Source: an optimization exercise on an open RTL-to-GDS flow (aim: small area, a short achievable clock period and few clock cycles per item). Production flows keep margins and buffers that such runs may drop.
Function was checked by simulation only, so behaviour that the tests miss may differ from the original.

[config.mk]
export PLATFORM = sky130hd
export DESIGN_NAME = glemi_alu
export DESIGN_NICKNAME = glemi_alu
export VERILOG_FILES = /design/flow/design.v
export SDC_FILE = /design/flow/constraint.sdc
export NUM_CORES = 4
export LEC_CHECK = 0
export CAP_MARGIN = 20
export CORE_MARGIN = 2
export CORE_UTILIZATION = 40
export SLEW_MARGIN = 20
[constraint.sdc]
create_clock -name core_clock -period 11.0 [get_ports {clk}]
set_input_delay 2.2000 -clock core_clock [delete_from_list [all_inputs] [get_ports {clk}]]
set_output_delay 2.2000 -clock core_clock [all_outputs]
set_load 0.01 [all_outputs]
[design.v]
module glemi_alu (
    input  wire        clk,
    input  wire        rst,
    input  wire        in_valid,
    output wire        in_ready,
    input  wire [5:0]  in_fn,
    input  wire [31:0] in_a,
    input  wire [31:0] in_b,
    input  wire [3:0]  in_flags,
    output reg         out_valid,
    output reg  [31:0] out_rd,
    output reg  [31:0] out_rr,
    output reg         out_wr_rd,
    output reg         out_wr_rr,
    output reg  [3:0]  out_flags,
    output reg         out_dz,
    output reg         out_illegal
);
    localparam FN_ADD   = 6'h00, FN_ADC   = 6'h01, FN_SUB   = 6'h02, FN_SBC  = 6'h03;
    localparam FN_CMP   = 6'h04, FN_NEG   = 6'h05, FN_AND   = 6'h06, FN_OR   = 6'h07;
    localparam FN_XOR   = 6'h08, FN_ANDN  = 6'h09, FN_NOT   = 6'h0A, FN_TST  = 6'h0B;
    localparam FN_MOV   = 6'h0C;
    localparam FN_LSL   = 6'h10, FN_LSR   = 6'h11, FN_ASR   = 6'h12, FN_ROR  = 6'h13;
    localparam FN_MUL   = 6'h18, FN_MULHS = 6'h19, FN_MULHU = 6'h1A;
    localparam FN_DIVS  = 6'h1C, FN_DIVU  = 6'h1D;
    localparam FN_SEXTB = 6'h20, FN_SEXTH = 6'h21, FN_ZEXTB = 6'h22, FN_ZEXTH = 6'h23;
    localparam FN_CLZ   = 6'h24;
    localparam ST_IDLE = 2'd0, ST_MUL = 2'd1, ST_DIV = 2'd2, ST_DFIN = 2'd3;
    reg [1:0] state;
    assign in_ready = (state == ST_IDLE);
    wire take = in_valid && in_ready;
    wire fl_n = in_flags[3];
    wire fl_z = in_flags[2];
    wire fl_c = in_flags[1];
    wire fl_v = in_flags[0];
    reg  [31:0] add_x, add_y;
    reg         add_cin;
    always @(*) begin
        add_x   = in_a;
        add_y   = in_b;
        add_cin = 1'b0;
        case (in_fn)
            FN_ADC:         begin add_y = in_b;  add_cin = fl_c; end
            FN_SUB, FN_CMP: begin add_y = ~in_b; add_cin = 1'b1; end
            FN_SBC:         begin add_y = ~in_b; add_cin = fl_c; end
            FN_NEG:         begin add_x = 32'd0; add_y = ~in_a; add_cin = 1'b1; end
            default:        begin add_y = in_b;  add_cin = 1'b0; end
        endcase
    end
    wire [32:0] add_sum = {1'b0, add_x} + {1'b0, add_y} + {32'd0, add_cin};
    wire [31:0] add_res = add_sum[31:0];
    wire        add_c   = add_sum[32];
    wire        add_v   = (add_x[31] == add_y[31]) && (add_res[31] != add_x[31]);
    wire        k_zero  = (in_b == 32'd0);
    wire        k_big   = (in_b > 32'd32);                  
    wire [5:0]  k_sat   = (in_b >= 32'd32) ? 6'd32 : in_b[5:0];
    wire [63:0] lsl_w   = {32'd0, in_a} << k_sat;
    wire [63:0] lsr_w   = {in_a, 32'd0} >> k_sat;
    wire [63:0] asr_w   = $signed({in_a, 32'd0}) >>> k_sat;
    wire [4:0]  rot     = in_b[4:0];
    wire [31:0] ror_res = (in_a >> rot) | (in_a << (6'd32 - {1'b0, rot}));
    reg [5:0] clz_res;
    integer i;
    always @(*) begin
        clz_res = 6'd32;
        for (i = 0; i < 32; i = i + 1)
            if (in_a[i])
                clz_res = 6'd31 - i[5:0];
    end
    reg [31:0] s_res;
    reg [3:0]  s_flags;
    reg        s_wr;
    reg        s_ill;
    reg        s_nz;        
    always @(*) begin
        s_res   = 32'd0;
        s_flags = in_flags;
        s_wr    = 1'b1;
        s_ill   = 1'b0;
        s_nz    = 1'b0;
        case (in_fn)
            FN_ADD, FN_ADC, FN_SUB, FN_SBC, FN_NEG: begin
                s_res = add_res; s_nz = 1'b1;
                s_flags[1] = add_c; s_flags[0] = add_v;
            end
            FN_CMP: begin
                s_res = add_res; s_nz = 1'b1; s_wr = 1'b0;
                s_flags[1] = add_c; s_flags[0] = add_v;
            end
            FN_AND:  begin s_res = in_a & in_b;  s_nz = 1'b1; end
            FN_OR:   begin s_res = in_a | in_b;  s_nz = 1'b1; end
            FN_XOR:  begin s_res = in_a ^ in_b;  s_nz = 1'b1; end
            FN_ANDN: begin s_res = in_a & ~in_b; s_nz = 1'b1; end
            FN_NOT:  begin s_res = ~in_a;        s_nz = 1'b1; end
            FN_TST:  begin s_res = in_a & in_b;  s_nz = 1'b1; s_wr = 1'b0; end
            FN_MOV:  begin s_res = in_a; end
            FN_LSL: begin
                s_nz = 1'b1;
                if (k_zero)     s_res = in_a;
                else if (k_big) begin s_res = 32'd0; s_flags[1] = 1'b0; end
                else            begin s_res = lsl_w[31:0]; s_flags[1] = lsl_w[32]; end
            end
            FN_LSR: begin
                s_nz = 1'b1;
                if (k_zero)     s_res = in_a;
                else if (k_big) begin s_res = 32'd0; s_flags[1] = 1'b0; end
                else            begin s_res = lsr_w[63:32]; s_flags[1] = lsr_w[31]; end
            end
            FN_ASR: begin
                s_nz = 1'b1;
                if (k_zero)     s_res = in_a;
                else            begin s_res = asr_w[63:32]; s_flags[1] = asr_w[31]; end
            end
            FN_ROR: begin
                s_nz = 1'b1;
                if (k_zero)     s_res = in_a;
                else            begin s_res = ror_res; s_flags[1] = ror_res[31]; end
            end
            FN_SEXTB: s_res = {{24{in_a[7]}}, in_a[7:0]};
            FN_SEXTH: s_res = {{16{in_a[15]}}, in_a[15:0]};
            FN_ZEXTB: s_res = {24'd0, in_a[7:0]};
            FN_ZEXTH: s_res = {16'd0, in_a[15:0]};
            FN_CLZ:   s_res = {26'd0, clz_res};
            default: begin
                s_wr = 1'b0; s_ill = 1'b1;
            end
        endcase
        if (s_nz) begin
            s_flags[3] = s_res[31];
            s_flags[2] = (s_res == 32'd0);
        end
    end
    wire is_mul = (in_fn == FN_MUL) || (in_fn == FN_MULHS) || (in_fn == FN_MULHU);
    wire is_div = (in_fn == FN_DIVS) || (in_fn == FN_DIVU);
    reg [5:0]  op_fn;
    reg [31:0] op_a, op_b;
    reg [3:0]  op_flags;
    wire        mul_sgn = (op_fn != FN_MULHU);
    wire signed [32:0] mul_x = {mul_sgn & op_a[31], op_a};
    wire signed [32:0] mul_y = {mul_sgn & op_b[31], op_b};
    wire signed [65:0] mul_p = mul_x * mul_y;
    wire [31:0] mul_lo = mul_p[31:0];
    wire [31:0] mul_hi = mul_p[63:32];
    wire        mul_ovf = (mul_hi != {32{mul_lo[31]}});
    reg [31:0] dv_rem;
    reg [31:0] dv_quo;
    reg [31:0] dv_den;
    reg [5:0]  dv_cnt;
    reg        dv_qneg, dv_rneg, dv_ovf;
    wire [32:0] dv_shift = {dv_rem, dv_quo[31]};
    wire [33:0] dv_trial = {1'b0, dv_shift} - {2'b0, dv_den};
    wire        dv_ge    = !dv_trial[33];
    wire        in_signed = (in_fn == FN_DIVS);
    wire [31:0] in_a_mag  = (in_signed && in_a[31]) ? (32'd0 - in_a) : in_a;
    wire [31:0] in_b_mag  = (in_signed && in_b[31]) ? (32'd0 - in_b) : in_b;
    wire [31:0] dv_q_fin  = dv_qneg ? (32'd0 - dv_quo) : dv_quo;
    wire [31:0] dv_r_fin  = dv_rneg ? (32'd0 - dv_rem) : dv_rem;
    always @(posedge clk) begin
        if (rst) begin
            state     <= ST_IDLE;
            out_valid <= 1'b0;
        end else begin
            out_valid <= 1'b0;
            case (state)
                ST_IDLE: begin
                    if (take) begin
                        op_fn    <= in_fn;
                        op_a     <= in_a;
                        op_b     <= in_b;
                        op_flags <= in_flags;
                        if (is_mul) begin
                            state <= ST_MUL;
                        end else if (is_div && in_b == 32'd0) begin
                            out_valid   <= 1'b1;
                            out_rr      <= in_a;
                            if (in_fn == FN_DIVU)
                                out_rd  <= 32'hFFFF_FFFF;
                            else
                                out_rd  <= in_a[31] ? 32'h8000_0000 : 32'h7FFF_FFFF;
                            out_wr_rd   <= 1'b1;
                            out_wr_rr   <= 1'b1;
                            out_flags   <= {(in_fn == FN_DIVU) ? 1'b1 : in_a[31], 1'b0, fl_c, 1'b0};
                            out_dz      <= 1'b1;
                            out_illegal <= 1'b0;
                        end else if (is_div) begin
                            dv_rem  <= 32'd0;
                            dv_quo  <= in_a_mag;
                            dv_den  <= in_b_mag;
                            dv_cnt  <= 6'd0;
                            dv_qneg <= in_signed && (in_a[31] ^ in_b[31]);
                            dv_rneg <= in_signed && in_a[31];
                            dv_ovf  <= in_signed && (in_a == 32'h8000_0000) && (in_b == 32'hFFFF_FFFF);
                            state   <= ST_DIV;
                        end else begin
                            out_valid   <= 1'b1;
                            out_rd      <= s_res;
                            out_rr      <= 32'd0;
                            out_wr_rd   <= s_wr;
                            out_wr_rr   <= 1'b0;
                            out_flags   <= s_flags;
                            out_dz      <= 1'b0;
                            out_illegal <= s_ill;
                        end
                    end
                end
                ST_MUL: begin
                    out_valid   <= 1'b1;
                    out_rd      <= (op_fn == FN_MUL) ? mul_lo : mul_hi;
                    out_rr      <= 32'd0;
                    out_wr_rd   <= 1'b1;
                    out_wr_rr   <= 1'b0;
                    out_flags[3] <= (op_fn == FN_MUL) ? mul_lo[31] : mul_hi[31];
                    out_flags[2] <= (op_fn == FN_MUL) ? (mul_lo == 32'd0) : (mul_hi == 32'd0);
                    out_flags[1] <= op_flags[1];
                    out_flags[0] <= (op_fn == FN_MUL) ? mul_ovf : op_flags[0];
                    out_dz      <= 1'b0;
                    out_illegal <= 1'b0;
                    state       <= ST_IDLE;
                end
                ST_DIV: begin
                    if (dv_ge)
                        dv_rem <= dv_trial[31:0];
                    else
                        dv_rem <= dv_shift[31:0];
                    dv_quo <= {dv_quo[30:0], dv_ge};
                    dv_cnt <= dv_cnt + 6'd1;
                    if (dv_cnt == 6'd31)
                        state <= ST_DFIN;
                end
                ST_DFIN: begin
                    out_valid   <= 1'b1;
                    out_rd      <= dv_q_fin;
                    out_rr      <= dv_r_fin;
                    out_wr_rd   <= 1'b1;
                    out_wr_rr   <= 1'b1;
                    out_flags   <= {dv_q_fin[31], (dv_q_fin == 32'd0), op_flags[1], dv_ovf};
                    out_dz      <= 1'b0;
                    out_illegal <= 1'b0;
                    state       <= ST_IDLE;
                end
            endcase
        end
    end
endmodule
[run.sh]
#!/bin/bash
# synth_recipe.tcl (not shown) runs the flow's synth.tcl, then flattens the netlist and writes it again
# the make line also repeats each setting of config.mk as NAME=value (left out here)
make -C /OpenROAD-flow-scripts/flow DESIGN_CONFIG=/design/flow/config.mk WORK_HOME=/design/flow/orfs CLKGATE_MAP_FILE= SYNTH_SCRIPT=/design/flow/synth_recipe.tcl finish
==> flow_metrics.py <==
metrics = {
    "clocking": {
        "cts_buffers": 30,
        "clock_latency_ns": 0.61,
        "clockBufferDepth": 3,
        "clock-sinks": 252,
        "cts_tree": "done",
        "ctsRootBufferMaster": "clkbuf_16",
        "clkSlewWorstSetupHoldPaths_ns": 0.07,
        "postCtsSetupBuffers": 0,
        "htree_levels": 1,
    },
    "detailed_routing": {
        "drc": 0,
        "dr.pass1.iters": 7,
        "drt_wl_total_um": 303000,
        "first_iter_violations": 7578,
        "viasPerCell": 6.12,
        "routedWlPerCell_um": 30.2,
        "vias": 61400,
        "antenna_left": 0,
    },
    "worst_setup_path": {
        "r2r_cells": 33,
        "r2r-start": "op_fn[2]",
        "crit_slowest_cell": "fa_1",
        "r2r_slack_ns": 0.54,
        "worstPathMaxFanout": 11,
        "end_kind": "flop",
        "cp_common_cell": "fa_1",
        "crit_arrival_ns": 10.89,
        "slowest_delay_ns": 0.82,
        "critPathRequiredTime_ns": 11.43,
        "path_class": "flop to flop",
        "rr_endpoint": "out_flags[2]",
        "crit_path_start_kind": "flop",
    },
    "yosys": {
        "yosysMostFrequentCell": "inv_1",
        "syn_avg_cell_area_sq_um": 8.54,
        "syn_area_sq_um": 66900,
        "synth-edff-count": 249,
        "ys_top_cells_by_count": "inv_1, nand2_1, fa_1, clkbuf_1, o21ai_0",
        "yosys_warnings": 1,
        "synth_seq_cells": 252,
        "synthTopCellsByArea": "fa_1, edfxtp_1, inv_1, nand2_1, ha_1",
        "ys.flop_type": "edfxtp_1",
        "syn-num-nets": 9366,
        "synth_area_leader_cell": "fa_1",
        "async_flop_share_pct": 0,
        "syn_inst": 7843,
        "ys_seq_area_share_pct": 11.3,
        "synth_top_area_share_pct": 33.7,
        "yosys.cell_types.count": 101,
    },
    "placed_design": {
        "dp_hpwl_um": 238000,
        "gp_congestion": 1.11,
        "io_buffer_count": 150,
    },
    "global_routing": {
        "grt_use_total_pct": 35.5,
        "grt_max_degree": 99,
        "grt_pass1_wl_um": 440000,
        "grt-ovfl-total": 0,
        "grt_antenna_before_repair": 28,
        "grt_pass1_vias": 62100,
    },
    "sta": {
        "fmax_mhz": 95.6,
        "setup-violations-final": 0,
        "hold_violations": 0,
        "whs_ns": 0.608,
        "setup_tns_ns": 0,
        "period_minus_slack_ns": 10.46,
        "rsz0062_at_grt": "no",
        "finalCritPeriodShare_pct": 95.1,
        "relSlewSlack_pct": 11.6,
        "tightest_slew_ns": 1.31,
        "finalMaxSlewViolations": 0,
        "skew_ns": 0.0311,
    },
    "floorplanning": {
        "die_area_sq_um": 171000,
        "core-area_sq_um": 167000,
        "floorplan.rows": 150,
        "ios": 151,
        "die_h_um": 413,
        "die_width_um": 413,
        "start_util_pct": 40.2,
    },
    "worst_hold_path": {
        "hold_path_class": "flop to flop",
        "hold_depth": 1,
        "hp-start": "dv_cnt[0]",
        "min_to": "dv_cnt[0]",
    },
    "outcome": {
        "outcome": "finished clean",
    },
    "run": {
        "maxCapViolCount": 0,
    },
    "final_layout": {
        "num-nets-final": 9318,
        "area_growth_pct": 8.82,
        "drive_gt1_share_pct": 7.44,
    },
}
[final cells by class]
| class | count | area [sq um] |
|---|---|---|
| Multi-Input combinational cell | 5759 | 52600 |
| Sequential cell | 252 | 7540 |
| Tap cell | 2204 | 2760 |
| Inverter | 1266 | 4750 |
| Clock buffer | 34 | 787 |
| Clock inverter | 21 | 225 |
| Timing Repair Buffer | 486 | 4110 |
| Fill cell | 16500 | 93800 |
| Antenna cell | 15 | 37.5 |
[cells in the final DEF, fill, tap and decap left out, drive strengths merged, types with 48 or more instances in the layout]
| cell type | n |
|---|---|
| mux4 | 57 |
| buf | 343 |
| xor2 | 86 |
| fa | 1128 |
| nor2 | 332 |
| nand2 | 1196 |
| nand3 | 115 |
| o21ai | 354 |
| o211ai | 92 |
| inv | 1263 |
| ha | 318 |
| o31ai | 58 |
| and2 | 325 |
| nor3 | 89 |
| o221ai | 73 |
| a31oi | 82 |
| mux2i | 125 |
| a21oi | 300 |
| nand4 | 48 |
| xnor2 | 164 |
| clkdlybuf4s50 | 143 |
| a211oi | 64 |
| a21o | 62 |
| edfxtp | 249 |
[timing repair]
action,CTS,global route
resized for setup,0,3
endpoints found under the setup margin,0,2
hold buffers,0,0
[worst max-delay path, delay by kind of cell, from the launching register on]
| family | cells | cell delay (ns) |
|---|---|---|
| DFF | 1 | 0.39 |
| adders and majority gates | 9 | 5.00 |
| and+or+nand+nor | 10 | 1.99 |
| AOI/OAI and AO/OA | 6 | 1.37 |
| buffers and inverters | 7 | 1.28 |
| xor gates and xnor gates | 1 | 0.25 |
[worst max-delay path by stage]
stage | cells past startpoint | from | endpoint | slack [ns]
3_3_place_gp | 29 | op_a[13] | out_flags[0] | 0.44
3_5_place_dp | 35 | op_fn[2] | out_flags[2] | 0.51
5_1_grt | 30 | op_fn[2] | out_flags[2] | 0.10
2_1_floorplan | 15 | in_b[0] | dv_cnt[0] | 0.15
4_1_cts | 35 | op_fn[2] | out_flags[2] | 0.48
6_report | 33 | op_fn[2] | out_flags[2] | 0.54
[kinds of logic (layout without fill, tap and decap cells)]
kind of cell | after synthesis | count (layout) | synth area share [%]
muxes | 211 | 211 | 4.29
other | 0 | 15 | 0
xor gates and xnor gates | 250 | 250 | 3.27
DFF | 252 | 252 | 11.3
and+or+nand+nor | 2393 | 2393 | 16.6
adders and majority gates | 1447 | 1447 | 39.7
buffers and inverters | 1832 | 1807 | 10.4
AOI/OAI and AO/OA | 1458 | 1458 | 14.5
[metrics by stage]
step	worst slack, ns	util [%]	instance area (sq um)	std cells
floorplan	0.150	-	66900	7843
global placement	0.443	43.0	71700	9964
detailed placement	0.513	43.0	71700	9965
CTS	0.485	43.6	72700	10000
global route	0.101	43.7	72800	10000
finish	0.535	43.7	72900	10000
[registers in the layout, summed over array words and instances, names as in the netlist, 2 cells and up]
| name | count |
|---|---|
| op_a | 32 |
| dv_cnt | 6 |
| op_b | 32 |
| dv_rem | 32 |
| state | 2 |
| out_flags | 4 |
| dv_den | 32 |
| op_flags | 2 |
| op_fn | 6 |
| out_rd | 32 |
| out_rr | 32 |
| dv_quo | 32 |
[routing by layer]
| layer | wire length, um | track usage, % | up-vias |
|---|---|---|---|
| met2 | 130000 | 53.4 | 3785 |
| met1 | 117000 | 45.5 | 30900 |
| li1 | - | - | 25700 |
| met4 | 22700 | 21.4 | 20 |
| met5 | 126 | 0 | - |
| met3 | 33500 | 9.63 | 1005 |
Testbench counts, summed over its fixed seeds: cycles 74,927, ops 24,000.

==> re-timing with driven ports <==
The results above use ideal ports. As a check the final layout listed here was re-extracted and re-timed, cells and wires unchanged.
Step 1 (the two cells are an assumption about what drives the block):
set clk [get_ports {clk}]
set_driving_cell -lib_cell sky130_fd_sc_hd__clkbuf_16 $clk
set_driving_cell -lib_cell sky130_fd_sc_hd__buf_2 [delete_from_list [all_inputs] $clk]
Step 2 times the ports against the registers' clock, not the clock port: input delays grow and output delays shrink by t, the midpoint of the rising clock arrivals with the driver on.
Three values: ideal, step 1, step 2; two values: the first two.
t (ns): 0.651
setup WS [ns]: 0.535 / 0.535 / 0.535
clock arrival spread, ns: 0.038 / 0.039
slew at the worst register clock pin (ns): 0.08 / 0.08
worst data-port slew with drivers (ns): 0.04
After both steps this run still meets setup and hold. The setup slack of this run moves by 0.000 ns with the drivers and by 0.000 ns with both steps.
